Background: an optimization exercise with open tools, aiming at small area, a short achievable clock period and few clock cycles. Do not read the settings as production practice.
Where RTL was checked, it was by simulation tests only, not by an equivalence proof against the original.
Function not checked in run 2: the RTL went through the layout flow alone.

$ cat design/flow/config.mk
export PLATFORM = sky130hd
export DESIGN_NAME = real48_divsqrt
export DESIGN_NICKNAME = real48_divsqrt
export VERILOG_FILES = /design/flow/design.v
export SDC_FILE = /design/flow/constraint.sdc
export NUM_CORES = 4
export LEC_CHECK = 0
export CAP_MARGIN = 20
export CORE_MARGIN = 2
export CORE_UTILIZATION = 60
export SLEW_MARGIN = 20
$ cat design/flow/standard.sh
#!/bin/bash
# synth_recipe.tcl (not shown) runs the flow's synth.tcl, then flattens the netlist and writes it again
# the make line also repeats each setting of config.mk as NAME=value (left out here)
make -C /OpenROAD-flow-scripts/flow DESIGN_CONFIG=/design/flow/config.mk WORK_HOME=/design/flow/orfs CLKGATE_MAP_FILE= SYNTH_SCRIPT=/design/flow/synth_recipe.tcl "${@:-finish}"
$ cat design/flow/flow/run.sh
#!/bin/bash
set -euo pipefail
bash standard.sh SETUP_SLACK_MARGIN=6 finish > standard.log 2>&1
$ cat design/flow/constraint.sdc
create_clock -name core_clock -period 10.0 [get_ports {clk}]
set_input_delay 2.0000 -clock core_clock [delete_from_list [all_inputs] [get_ports {clk}]]
set_output_delay 2.0000 -clock core_clock [all_outputs]
set_load 0.01 [all_outputs]
$ cat design/flow/design.v
module r48_round (
    input  wire               sign,
    input  wire signed [13:0] exp,      
    input  wire        [36:0] mant,     
    input  wire               guard,
    input  wire               sticky,
    output reg         [47:0] result,
    output reg                ovf
);
    wire        round_up = guard & (sticky | mant[0]);
    wire [37:0] sum      = {1'b0, mant} + {37'd0, round_up};
    wire signed [13:0] exp_r = sum[37] ? exp + 14'sd1 : exp;
    wire [35:0] frac     = sum[37] ? 36'd0 : sum[35:0];
    wire signed [13:0] biased = exp_r + 14'sd1023;
    always @* begin
        ovf = 1'b0;
        if (exp_r < -14'sd1022) begin
            result = {sign, 47'd0};
        end else if (exp_r > 14'sd1023) begin
            result = {sign, 11'h7FF, 36'd0};
            ovf    = 1'b1;
        end else begin
            result = {sign, biased[10:0], frac};
        end
    end
endmodule
module r48_divsqrt_core #(
    parameter integer K  = 4,
    parameter integer S  = 40
) (
    input  wire [S/K-1:0] ph,        
    input  wire [S/K-1:0] phs,       
    input  wire [S:0]    rem,
    input  wire [S-1:0]  quo,
    input  wire [S:0]    dvs,
    output wire [S:0]    rem_nx,
    output wire [S-1:0]  quo_nx,
    output wire [3:0]    rem_z,      
    output wire [S:0]    dvs_nx
);
    localparam integer K2 = K / 2;
    wire [S:0]   r [0:K2];
    wire [S-1:0] q [0:K2];
    wire [3:0]   z [1:K2];
    wire [S:0]   x [0:K2];
    assign x[0] = dvs;
    assign r[0] = rem;
    assign q[0] = quo;
    genvar t, b;
    generate
        for (t = 0; t < K2; t = t + 1) begin : g_step
            wire [S-1:0] m1, m2, ms1, ms2;
            for (b = 0; b < S; b = b + 1) begin : g_m
                if ((S - 1 - b) % K == 2 * t) begin : g_1
                    assign m1[b]  = ph[(S - 1 - b) / K];
                    assign ms1[b] = phs[(S - 1 - b) / K];
                end else begin : g_1n
                    assign m1[b]  = 1'b0;
                    assign ms1[b] = 1'b0;
                end
                if ((S - 1 - b) % K == 2 * t + 1) begin : g_2
                    assign m2[b]  = ph[(S - 1 - b) / K];
                    assign ms2[b] = phs[(S - 1 - b) / K];
                end else begin : g_2n
                    assign m2[b]  = 1'b0;
                    assign ms2[b] = 1'b0;
                end
            end
            r48_step2 #(.S(S)) u_step (
                .m1(m1), .m2(m2), .ms1(ms1), .ms2(ms2),
                .dvs(x[t]), .rem(r[t]), .quo(q[t]),
                .dvs_nx(x[t+1]), .rem_nx(r[t+1]), .quo_nx(q[t+1]), .rem_z(z[t+1])
            );
        end
    endgenerate
    assign rem_nx = r[K2];
    assign quo_nx = q[K2];
    assign rem_z  = z[K2];
    assign dvs_nx = x[K2];
endmodule
module r48_step2 #(
    parameter integer S = 40
) (
    input  wire [S-1:0] m1,        
    input  wire [S-1:0] m2,        
    input  wire [S-1:0] ms1,       
    input  wire [S-1:0] ms2,       
    input  wire [S:0]   dvs,       
    input  wire [S:0]   rem,
    input  wire [S-1:0] quo,
    output wire [S:0]   dvs_nx,
    output wire [S:0]   rem_nx,
    output wire [S-1:0] quo_nx,
    output wire [3:0]   rem_z
);
    wire [S:0]   t1  = dvs | {1'b0, ms1};
    wire [S:0]   t20 = dvs | {1'b0, ms2};
    wire [S:0]   t21 = dvs | {ms1, 1'b0} | {1'b0, ms2};
    wire [S+3:0] d1  = {2'b00, rem, 1'b0} - {3'b000, t1};
    wire [S+3:0] d20 = {1'b0, rem, 2'b00} - {3'b000, t20};
    wire [S+3:0] d21 = {1'b0, rem, 2'b00} - {2'b00, t1, 1'b0} - {3'b000, t21};
    wire         f1  = !d1[S+3];
    wire         f2  = f1 ? !d21[S+3] : !d20[S+3];
    assign rem_nx = f1 ? (f2 ? d21[S:0] : {d1[S-1:0], 1'b0})
                       : (f2 ? d20[S:0] : {rem[S-2:0], 2'b00});
    assign quo_nx = quo | (m1 & {S{f1}}) | (m2 & {S{f2}});
    assign dvs_nx = dvs | ({ms1, 1'b0} & {(S+1){f1}}) | ({ms2, 1'b0} & {(S+1){f2}});
    assign rem_z  = {d21 == {(S+4){1'b0}},
                     {rem, 1'b0} == {1'b0, t1},
                     {rem, 2'b00} == {2'b00, t20},
                     rem == {(S+1){1'b0}}};
endmodule
module real48_divsqrt (
    input  wire        clk,
    input  wire        rst,
    input  wire        in_valid,
    output wire        in_ready,
    input  wire        in_op,        
    input  wire [47:0] in_a,
    input  wire [47:0] in_b,
    output reg         out_valid,
    output reg  [47:0] out_result,
    output reg         out_ovf,
    output reg         out_finv,
    output reg         out_fdz
);
    localparam integer K  = 2;           
    localparam integer S  = 38;          
    localparam integer NC = S / K;       
    reg          busy;                   
    reg [NC-1:0] ph;                     
    reg [NC-1:0] phs;                    
    wire         last = ph[NC-1];
    assign in_ready = !busy || last;
    wire accept = in_valid && in_ready && !rst;
    wire        sa = in_a[47];
    wire        sb = in_b[47];
    wire [10:0] ea = in_a[46:36];
    wire [10:0] eb = in_b[46:36];
    wire        fa_nz  = (in_a[35:0] != 36'd0);
    wire        fb_nz  = (in_b[35:0] != 36'd0);
    wire        a_max  = (ea == 11'h7FF);
    wire        b_max  = (eb == 11'h7FF);
    wire        a_nan  = a_max && fa_nz;
    wire        b_nan  = b_max && fb_nz;
    wire        a_inf  = a_max && !fa_nz;
    wire        b_inf  = b_max && !fb_nz;
    wire        a_zero = (ea == 11'd0);
    wire        b_zero = (eb == 11'd0);
    wire        sq     = sa ^ sb;
    reg       spec;
    reg [1:0] spec_kind;
    reg       spec_sign, spec_fdz;
    always @* begin
        spec      = 1'b1;
        spec_kind = 2'd0;
        spec_sign = sq;
        spec_fdz  = 1'b0;
        if (!in_op) begin
            if (a_nan || b_nan || (a_zero && b_zero) || (a_inf && b_inf))
                spec_kind = 2'd2;
            else if (a_inf)  spec_kind = 2'd1;
            else if (b_inf)  spec_kind = 2'd0;
            else if (b_zero) begin spec_kind = 2'd1; spec_fdz = 1'b1; end
            else if (a_zero) spec_kind = 2'd0;
            else             spec = 1'b0;
        end else begin
            spec_sign = sa;
            if (a_nan || (sa && !a_zero)) spec_kind = 2'd2;
            else if (a_zero)              spec_kind = 2'd0;
            else if (a_inf)               spec_kind = 2'd1;
            else                          spec = 1'b0;
        end
    end
    reg       spec_q;
    reg [1:0] kind_q;
    reg       fdz_q;
    reg               sign_q;
    reg               dbl_q;             
    reg signed [13:0] exp_q;
    reg        [S:0]  rem_q;
    reg      [S-1:0]  quo_q;
    reg        [S:0]  div_q;             
    wire signed [13:0] p    = $signed({3'b000, ea}) - 14'sd1059;
    wire signed [13:0] p_ev = p - {13'd0, p[0]};
    wire        [36:0] m_a  = {1'b1, in_a[35:0]};
    wire       a_lt_b   = (in_a[35:0] < in_b[35:0]);
    wire       dbl      = in_op ? p[0] : a_lt_b;
    wire [S:0] rem_init = dbl ? ({{(S+1-37){1'b0}}, m_a} << (S-37))
                              : ({{(S+1-37){1'b0}}, m_a} << (S-38));
    wire [S:0]   rem_nx;
    wire [S-1:0] quo_nx;
    wire [3:0]   rem_z;
    wire [S:0]   dvs_nx;
    r48_divsqrt_core #(.K(K), .S(S)) u_core (
        .ph(ph), .phs(phs), .rem(rem_q), .quo(quo_q), .dvs(div_q),
        .rem_nx(rem_nx), .quo_nx(quo_nx), .rem_z(rem_z), .dvs_nx(dvs_nx)
    );
    reg               o_spec;
    reg [1:0]         o_kind;
    reg               o_fdz;
    reg               o_sign;
    reg signed [13:0] o_exp;             
    reg        [36:0] o_mant;            
    reg               o_guard;
    reg        [3:0]  o_rem_z;
    wire        rem_nz   = !o_rem_z[{o_mant[0], o_guard}];
    wire        r_sticky = rem_nz;
    wire [36:0] r_mant   = o_mant;
    wire        r_guard  = o_guard;
    wire signed [13:0] r_exp = o_exp;
    wire [47:0] rnd_res;
    wire        rnd_ovf;
    r48_round u_round (
        .sign(o_sign), .exp(r_exp), .mant(r_mant),
        .guard(r_guard), .sticky(r_sticky),
        .result(rnd_res), .ovf(rnd_ovf)
    );
    wire [47:0] res_c = !o_spec ? rnd_res :
                        (o_kind == 2'd2) ? 48'h7FF8_0000_0000 :
                        {o_sign, {11{o_kind[0]}}, 36'd0};
    wire        ovf_c  = !o_spec && rnd_ovf;
    wire        finv_c = o_spec && o_kind[1];
    wire        fdz_c  = o_spec && o_fdz;
    reg         o_valid;
    wire done = busy && last;
    always @(posedge clk) begin
        if (rst) begin
            busy      <= 1'b0;
            spec_q    <= 1'b0;
            o_valid   <= 1'b0;
            out_valid <= 1'b0;
        end else begin
            o_valid   <= done | spec_q;
            out_valid <= o_valid;
            spec_q    <= accept && spec;
            if (accept && !spec) busy <= 1'b1;
            else if (last)       busy <= 1'b0;
        end
        out_result <= res_c;
        out_ovf    <= ovf_c;
        out_finv   <= finv_c;
        out_fdz    <= fdz_c;
        o_spec   <= !done;
        o_sign   <= sign_q;
        o_kind   <= kind_q;
        o_fdz    <= fdz_q;
        o_exp    <= dbl_q ? exp_q - 14'sd1 : exp_q;
        o_mant   <= quo_nx[S-1:S-37];
        o_guard  <= quo_nx[S-38];
        o_rem_z  <= rem_z;
        if (accept) begin
            kind_q  <= spec_kind;
            dbl_q   <= !in_op && a_lt_b;
            fdz_q   <= spec_fdz;
            sign_q  <= in_op && !spec ? 1'b0 : spec_sign;
            exp_q   <= in_op ? 14'sd18 + (p_ev >>> 1)
                             : $signed({3'b000, ea}) - $signed({3'b000, eb});
        end
        if (accept) begin
            rem_q   <= rem_init;
            quo_q   <= {S{1'b0}};
            div_q   <= in_op ? {(S+1){1'b0}} : {1'b0, 1'b1, in_b[35:0], {(S-37){1'b0}}};
            ph      <= {{(NC-1){1'b0}}, 1'b1};
            phs     <= {{(NC-1){1'b0}}, in_op};
        end else begin
            rem_q   <= rem_nx;
            quo_q   <= quo_nx;
            div_q   <= dvs_nx;
            ph      <= {ph[NC-2:0], 1'b0};
            phs     <= {phs[NC-2:0], 1'b0};
        end
    end
endmodule
==> flow_summary.toml, run 1 <==
[cts]
clock_latency_ps = 570
cts_max_level = 2
cts-root-buf = "clkbuf_16"
cts_num_sinks = 284
cts.hold.buffers_added = 0
cts_buffers = 34
cts_buffer_depth = 3
cts.clk_slew.worst_paths_ps = 60
cts_tree = "done"

[route]
via_count = 20500
drtPass1Iterations = 6
wire_per_inst_um = 21.9
finalWirelength_um = 70500
drt_iter0_drc = 1812
vias_per_cell = 6.37
drtAntennaViolNets = 0
drc = 0

[cells_and_area]
area_growth_pct = 26.5
num-nets-final = 3047
mostFrequentLayoutCells = "254 x dfxtp_1, 223 x a21oi_1, 217 x nor2_1"
n_fill_cell = 2427
design_area_um2 = 26100
fin_cells = 3213
mostFrequentLayoutCell = "dfxtp_1"
drive_gt1_share_pct = 15.7

[grt]
grtUsageTotal_pct = 38.1
grt_pass1_wl_um = 108000
grt_pass1_vias = 19900
antenna_found_initial = 0
grt_overflow = 0
grt_max_degree = 90

[synthesis]
synth_top_family_by_area = "compound AO/OA/AOI/OAI gates"
ys.flop_type = "dfxtp_1"
synth_nets = 2872
synthCells = 2563
syn_avg_cell_area_um2 = 8.05
ys_ff_latch = 284
synth_fa_ha_area_share_pct = 14.1
synth-async-reset-ratio_pct = 0
synth-edff-count = 18
ys_types = 74
synthMuxAreaShare_pct = 3.04
synth_compound_area_share_pct = 21.8
synthSimpleGateAreaFrac_pct = 19.2
synth.cell_area_um2 = 20600
ys.warnings.count = 3
seq_area_frac_synth_pct = 28.4
synth_xor_area_share_pct = 7.60

[sta]
hold_slack_ps = 342
slew_headroom_pct = 47.5
fin_crit_sh_pct = 42.3
post-route-worst-setup-slack_ps = 5770
slew_viol_final = 0
skew_ps = 30.9
rsz0062_at_grt = "yes"
max_clock_freq_ghz = 0.237
setup_viol = 0
setup_tns_ps = 0
worst_slew_pin_slew_ps = 781
hold_violations = 0
post-route-min-period_ps = 4230

[flow_run]
cap_violations = 0

[worst_setup_path]
worst-path-buf-inv = 7
path_delay_family = "compound AO/OA/AOI/OAI gates"
arrival_ps = 4700
cp-end-kind = "flip-flop"
critPathMaxStageDelay_ps = 350
reg2reg_slack_ps = 5800
crit_type = "in2reg"
required_ps = 10470
worstPathMaxFanout = 6
slowest_stage = "a2111oi_4"
crit_chain = "buf_8 > inv_4 > ha_4 > nand4_1 > nor2_4 > nand4_1 > buf_6 > a2111oi_4 > a41oi_2 > buf_4 > buf_6 > a21o_4 > buf_12 > buf_12 > mux2i_1 > a211oi_1"
start_kind = "input port"

[floorplan]
core_um2 = 33700
die_y_um = 189
die_w_um = 189
die-area_um2 = 35900
rows = 67
start_util_pct = 61.2
io_pins = 153

[place]
dp_cells = 3067
place_area_um2 = 22400
post-dp-hpwl_um = 49000
io_buffers = 152
gp_congestion = 1.02
post-place-ws_ps = 3600

[status]
status = "complete, no violations"

[min_path]
hold_class = "reg2reg"
area by class of cell:
class | count | area (um2) | share of cell area, %
multi-input cells | 1968 | 15000 | 57.5
flip-flops and latches | 284 | 5890 | 22.6
repair buffers | 246 | 2670 | 10.2
clock buffers | 48 | 996 | 3.82
inverters | 204 | 793 | 3.04
well taps | 448 | 561 | 2.15
clock inverters | 14 | 174 | 0.667
diodes | 1 | 2.50 | 0.00959
cells in the mapped netlist, types with 5 or more instances:
cell type	count	area share, %
o211ai_1	16	0.58
or3_1	29	0.88
o31ai_1	12	0.44
a41oi_1	6	0.25
xor2_1	83	3.5
o311ai_0	5	0.21
a2111oi_0	8	0.34
buf_2	6	0.15
a21o_1	91	3.3
nor2_1	238	4.3
o31a_1	5	0.21
o211a_1	6	0.29
nor2b_1	20	0.61
nand2b_1	18	0.55
a211oi_1	39	1.4
fa_1	39	3.8
xnor2_1	96	4.1
ha_1	170	10
mux2i_1	39	1.9
and4_1	9	0.38
a21oi_1	258	6.3
and3_1	21	0.64
nor3_1	56	1.4
o21bai_1	22	0.80
nand2_1	165	3.0
nor4_1	31	0.94
clkbuf_1	90	1.6
o21ai_0	123	3.0
nand3_1	60	1.5
buf_1	7	0.13
nand4_1	46	1.4
o21a_1	23	0.84
a221oi_1	12	0.51
edfxtp_1	18	2.6
dfxtp_1	266	26
a21boi_0	7	0.25
and2_1	88	2.7
inv_1	203	3.7
o22ai_1	19	0.58
mux2_2	21	1.1
a31oi_1	21	0.64
o221ai_1	7	0.30
metal layers:
metal	track usage, %	wire (um)	up-vias	share of wire (%)
met4	21.1	4500	0	6.4
met2	61.9	32000	1007	45
met3	7.82	6230	297	8.8
li1	-	-	9443	-
met1	47.3	27800	9721	39
met5	0	0	-	0
cell families (layout without fill, tap and decap cells):
group | count (synthesis) | in the layout
multiplexers | 60 | 60
flip-flops | 284 | 284
other | 0 | 1
XOR/XNOR | 179 | 179
AO/OA/AOI/OAI | 714 | 715
AND/OR/NAND/NOR | 805 | 805
adder cells (fa/ha/maj) | 209 | 209
buffers and inverters | 312 | 512
stage by stage:
step           utilization, %
2_1_floorplan               -
3_3_place_gp             66.6
3_5_place_dp             66.6
4_1_cts                  74.6
5_1_grt                  77.4
6_report                 77.4
state kept, by name (all words and copies together) (netlist names), 2 cells and up:
name,flops
rem_q,39
o_kind,2
quo_q,38
phs,19
kind_q,2
o_mant,37
out_result,48
ph,19
o_exp,14
exp_q,13
div_q,38
final timing paths:
| check | start | to | cells after the start |
|---|---|---|---|
| max reg2reg | phs[17] | rem_q[12] | 20 |
| min reg2reg | sign_q | o_sign | 0 |
| min | sign_q | o_sign | 0 |
| max | in_b[33] | rem_q[15] | 16 |
what timing repair did:
item,in CTS,in global routing
gates cloned,10,2
pin swaps,74,82
gates resized for setup,365,190
buffers inserted,50,21
setup endpoints to repair,142,151
Testbench counts, summed over its fixed seeds: cycles 58,178.
==> inputs of run 2 (changes only) <==
--- a/design/flow/design.v
+++ b/design/flow/design.v
@@ -121,9 +121,9 @@
     output reg         out_valid,
-    output reg  [47:0] out_result,
-    output reg         out_ovf,
-    output reg         out_finv,
-    output reg         out_fdz
-);
-    localparam integer K  = 2;           
-    localparam integer S  = 38;          
+    output wire [47:0] out_result,
+    output wire        out_ovf,
+    output wire        out_finv,
+    output wire        out_fdz
+);
+    localparam integer K  = 4;           
+    localparam integer S  = 40;          
     localparam integer NC = S / K;       
@@ -177,4 +177,4 @@
     reg       fdz_q;
+    reg               op_q;
     reg               sign_q;
-    reg               dbl_q;             
     reg signed [13:0] exp_q;
@@ -186,6 +186,4 @@
     wire        [36:0] m_a  = {1'b1, in_a[35:0]};
-    wire       a_lt_b   = (in_a[35:0] < in_b[35:0]);
-    wire       dbl      = in_op ? p[0] : a_lt_b;
-    wire [S:0] rem_init = dbl ? ({{(S+1-37){1'b0}}, m_a} << (S-37))
-                              : ({{(S+1-37){1'b0}}, m_a} << (S-38));
+    wire [S:0] rem_init = (in_op && p[0]) ? ({{(S-37){1'b0}}, m_a} << (S-37))
+                                          : ({{(S-37){1'b0}}, m_a} << (S-38));
     wire [S:0]   rem_nx;
@@ -202,11 +200,19 @@
     reg               o_sign;
-    reg signed [13:0] o_exp;             
-    reg        [36:0] o_mant;            
-    reg               o_guard;
+    reg signed [13:0] o_exp;
+    reg      [S-1:0]  o_quo;
     reg        [3:0]  o_rem_z;
-    wire        rem_nz   = !o_rem_z[{o_mant[0], o_guard}];
-    wire        r_sticky = rem_nz;
-    wire [36:0] r_mant   = o_mant;
-    wire        r_guard  = o_guard;
-    wire signed [13:0] r_exp = o_exp;
+    wire        sel = o_quo[S-1];
+    wire [36:0] r_mant   = sel ? o_quo[S-1:S-37] : o_quo[S-2:S-38];
+    wire        r_guard  = sel ? o_quo[S-38] : o_quo[S-39];
+    wire        rem_nz   = !o_rem_z[o_quo[1:0]];
+    wire        low_nz;
+    generate
+        if (S > 39) begin : g_low
+            assign low_nz = sel ? |o_quo[S-39:0] : |o_quo[S-40:0];
+        end else begin : g_low
+            assign low_nz = sel & o_quo[0];
+        end
+    endgenerate
+    wire        r_sticky = rem_nz | low_nz;
+    wire signed [13:0] r_exp = sel ? o_exp : o_exp - 14'sd1;
     wire [47:0] rnd_res;
@@ -218,9 +224,8 @@
     );
-    wire [47:0] res_c = !o_spec ? rnd_res :
+    assign out_result = !o_spec ? rnd_res :
                         (o_kind == 2'd2) ? 48'h7FF8_0000_0000 :
                         {o_sign, {11{o_kind[0]}}, 36'd0};
-    wire        ovf_c  = !o_spec && rnd_ovf;
-    wire        finv_c = o_spec && o_kind[1];
-    wire        fdz_c  = o_spec && o_fdz;
-    reg         o_valid;
+    assign out_ovf    = !o_spec && rnd_ovf;
+    assign out_finv   = o_spec && o_kind[1];
+    assign out_fdz    = o_spec && o_fdz;
     wire done = busy && last;
@@ -230,7 +235,5 @@
             spec_q    <= 1'b0;
-            o_valid   <= 1'b0;
             out_valid <= 1'b0;
         end else begin
-            o_valid   <= done | spec_q;
-            out_valid <= o_valid;
+            out_valid <= done | spec_q;
             spec_q    <= accept && spec;
@@ -239,18 +242,18 @@
         end
-        out_result <= res_c;
-        out_ovf    <= ovf_c;
-        out_finv   <= finv_c;
-        out_fdz    <= fdz_c;
-        o_spec   <= !done;
-        o_sign   <= sign_q;
-        o_kind   <= kind_q;
-        o_fdz    <= fdz_q;
-        o_exp    <= dbl_q ? exp_q - 14'sd1 : exp_q;
-        o_mant   <= quo_nx[S-1:S-37];
-        o_guard  <= quo_nx[S-38];
-        o_rem_z  <= rem_z;
+        if (done) begin
+            o_spec   <= 1'b0;
+            o_sign   <= sign_q;
+            o_exp    <= exp_q;
+            o_quo    <= quo_nx;
+            o_rem_z  <= rem_z;
+        end else begin
+            o_spec   <= 1'b1;
+            o_sign   <= sign_q;
+            o_kind   <= kind_q;
+            o_fdz    <= fdz_q;
+        end
         if (accept) begin
             kind_q  <= spec_kind;
-            dbl_q   <= !in_op && a_lt_b;
             fdz_q   <= spec_fdz;
+            op_q    <= in_op;
             sign_q  <= in_op && !spec ? 1'b0 : spec_sign;
@@ -258,4 +261,2 @@
                              : $signed({3'b000, ea}) - $signed({3'b000, eb});
-        end
-        if (accept) begin
             rem_q   <= rem_init;
@@ -265,3 +266,3 @@
             phs     <= {{(NC-1){1'b0}}, in_op};
-        end else begin
+        end else if (busy) begin
             rem_q   <= rem_nx;
==> design/flow/run.sh (new file) <==
#!/bin/bash
# synth_recipe.tcl (not shown) runs the flow's synth.tcl, then flattens the netlist and writes it again
# the make line also repeats each setting of config.mk as NAME=value (left out here)
make -C /OpenROAD-flow-scripts/flow DESIGN_CONFIG=/design/flow/config.mk WORK_HOME=/design/flow/orfs CLKGATE_MAP_FILE= SYNTH_SCRIPT=/design/flow/synth_recipe.tcl finish
--- a/design/flow/config.mk
+++ b/design/flow/config.mk
@@ -9,3 +9,3 @@
 export CORE_MARGIN = 2
-export CORE_UTILIZATION = 60
+export CORE_UTILIZATION = 40
 export SLEW_MARGIN = 20
removed: design/flow/flow/run.sh
removed: design/flow/standard.sh
==> run 2 against run 1 <==
Still clean. Count of clock-buffer cells in the layout decreased by 13. Flip-flop and latch count fell by 63. Register-to-register slack got worse by 5300 ps. Critical endpoint is now rem_q[14]. Highest routed layer unchanged.
==> flow_summary.toml, run 2 <==
[grt]
antenna_found_initial = 1
grt_overflow = 0
grt_pass1_vias = 27800
grt_pass1_wl_um = 173000
grt_max_degree = 81
grtUsageTotal_pct = 29.0

[synthesis]
syn_avg_cell_area_um2 = 7.82
ys.warnings.count = 3
synth-async-reset-ratio_pct = 0
seq_area_frac_synth_pct = 20.0
synth.cell_area_um2 = 30000
ys_types = 100
ys_top_cells_by_count = "372 x a21oi_1, 340 x nand2_1, 332 x nor2_1"
yosysTopAreaCellShare_pct = 15.7
ys.flop_type = "edfxtp_1"
synth_area_leaders = "edfxtp_1 16%, ha_1 11%, a21oi_1 6.2%"
synthCells = 3832
ys_ff_latch = 221
synth-edff-count = 157
synth_nets = 4276
synth_top_cell_by_area = "edfxtp_1"
yosysMostFrequentCell = "a21oi_1"

[sta]
slew_viol_final = 0
setup_tns_ps = 0
max_clock_freq_ghz = 0.105
rsz0062_at_grt = "no"
skew_ps = 12.1
hold_slack_ps = 359
worst_slew_pin_slew_ps = 1200
hold_violations = 0
setup_viol = 0
fin_crit_sh_pct = 95.1
post-route-worst-setup-slack_ps = 488
post-route-min-period_ps = 9510
slew_headroom_pct = 18.9

[worst_setup_path]
required_ps = 10290
critPathMaxStageDelay_ps = 590
arrival_ps = 9810
cp-end-kind = "flip-flop"
worst-path-buf-inv = 7
slowest_stage = "fa_1"
path_delay_family = "compound AO/OA/AOI/OAI gates"
crit_type = "reg2reg"
start_kind = "flip-flop"
worstPathMaxFanout = 21
crit_path_frequent_cell = "buf_4"

[place]
gp_congestion = 1.03
dp_cells = 4868
post-place-ws_ps = 442
io_buffers = 152
post-dp-hpwl_um = 93700

[route]
wire_per_inst_um = 23.4
via_count = 30100
finalWirelength_um = 115000
drtPass1Iterations = 5
drt_iter0_drc = 3356
drc = 0
vias_per_cell = 6.12
drtAntennaViolNets = 0

[cells_and_area]
largest_reg_flops = 41
mostFrequentLayoutCell = "a21oi_1"
num-nets-final = 4371
mostFrequentLayoutCells = "370 x a21oi_1, 340 x nand2_1, 329 x nor2_1"
diodes = 0
n_fill_cell = 7534
fin_cells = 4916
drive_gt1_share_pct = 5.95
area_growth_pct = 12.4
largest-register = "rem_q"

[cts]
cts_num_sinks = 221
cts.hold.buffers_added = 0
cts_tree = "done"
clock_latency_ps = 560
cts.clk_slew.worst_paths_ps = 60
cts_max_level = 1
cts-root-buf = "clkbuf_16"
cts_buffer_depth = 3
cts_buffers = 26

[floorplan]
start_util_pct = 40.3
core_um2 = 74300
die-area_um2 = 77100
die_w_um = 278
die_y_um = 278
io_pins = 153
rows = 100

[min_path]
hold_class = "reg2reg"

[status]
status = "complete, no violations"

[flow_run]
cap_violations = 0
==> run 2: cell count changes after synthesis, sizes merged, moves of 64 or more <==
cell / delta
dfxtp: -202
nand2: +176
edfxtp: +139
o21ai: +120
a21oi: +116
ha: +94
nor2: +94
inv: +89
xnor2: +81
and2: -66
a21o: +65
mux2i: +64
==> run 2: path summary, 6_finish.rpt <==
kind | end | cells past startpoint | start | slack (ps)
setup / recovery | rem_q[14] | 33 | div_q[2] | 490
hold / removal | o_sign | 0 | sign_q | 360
setup reg to reg | rem_q[14] | 33 | div_q[2] | 490
hold reg to reg | o_sign | 0 | sign_q | 360
==> run 2: layout make-up <==
| type | count | area (um2) | share of cell area, % |
|---|---|---|---|
| Multi-Input combinational cell | 3142 | 22200 | 66.0 |
| Sequential cell | 221 | 6000 | 17.8 |
| Timing Repair Buffer | 242 | 2210 | 6.56 |
| Tap cell | 969 | 1210 | 3.60 |
| Inverter | 294 | 1110 | 3.28 |
| Clock buffer | 35 | 736 | 2.18 |
| Clock inverter | 13 | 199 | 0.591 |
==> run 2: kinds of logic (layout without fill, tap and decap cells) <==
family	Yosys count	count (layout)	synth area share, %
DFF	221	221	20.0
AOI/OAI and AO/OA	1225	1225	26.5
xor gates and xnor gates	304	304	8.88
adders and majority gates	345	345	16.4
and+or+nand+nor	1157	1157	18.3
muxes	111	111	3.75
buffers and inverters	469	584	6.11
==> run 2: through the flow <==
stage               cell area [um2]  util, %
floorplan                     30000        -
global placement              32700     44.0
detailed placement            32700     44.0
CTS                           33700     45.3
global route                  33700     45.3
finish                        33700     45.3
==> run 2: timing repair <==
action | CTS | global route
setup endpoints to repair | 0 | 53
gates resized for setup | 0 | 7
setup buffers | 0 | 0
==> run 2: routing by layer <==
metal / track usage (%) / up-vias / wire length [um]
met5: 0 / - / 0
met1: 45.0 / 14300 / 53700
met3: 5.02 / 156 / 12200
li1: - / 14100 / -
met2: 40.6 / 1514 / 45500
met4: 7.94 / 0 / 3680

-- static timing again, ports no longer ideal --
No port has a modelled driver above. Below, the same layouts with a new extraction and two added sets of constraints. Step 1 assumes that a clkbuf_16 drives the clock port and a buf_2 every other input. Step 2 also shifts input and output timing later by t, the mid clock arrival at the registers, as if the neighbouring blocks saw the same clock. a / b / c = ideal ports / drivers / drivers and shift; a / b = the first two.
| run | t, ns | setup slack, ns | slew at the worst register clock pin (ns) |
|---|---|---|---|
| run 1 | 0.613 | 5.773 / 5.758 / 5.145 | 0.07 / 0.07 |
| run 2 | 0.617 | 0.488 / 0.488 / 0.488 | 0.07 / 0.07 |
After both steps every run listed still meets setup and hold. For run 1, which loses most, drivers alone change the setup slack by -0.015 ns; drivers and shift together by -0.628 ns.
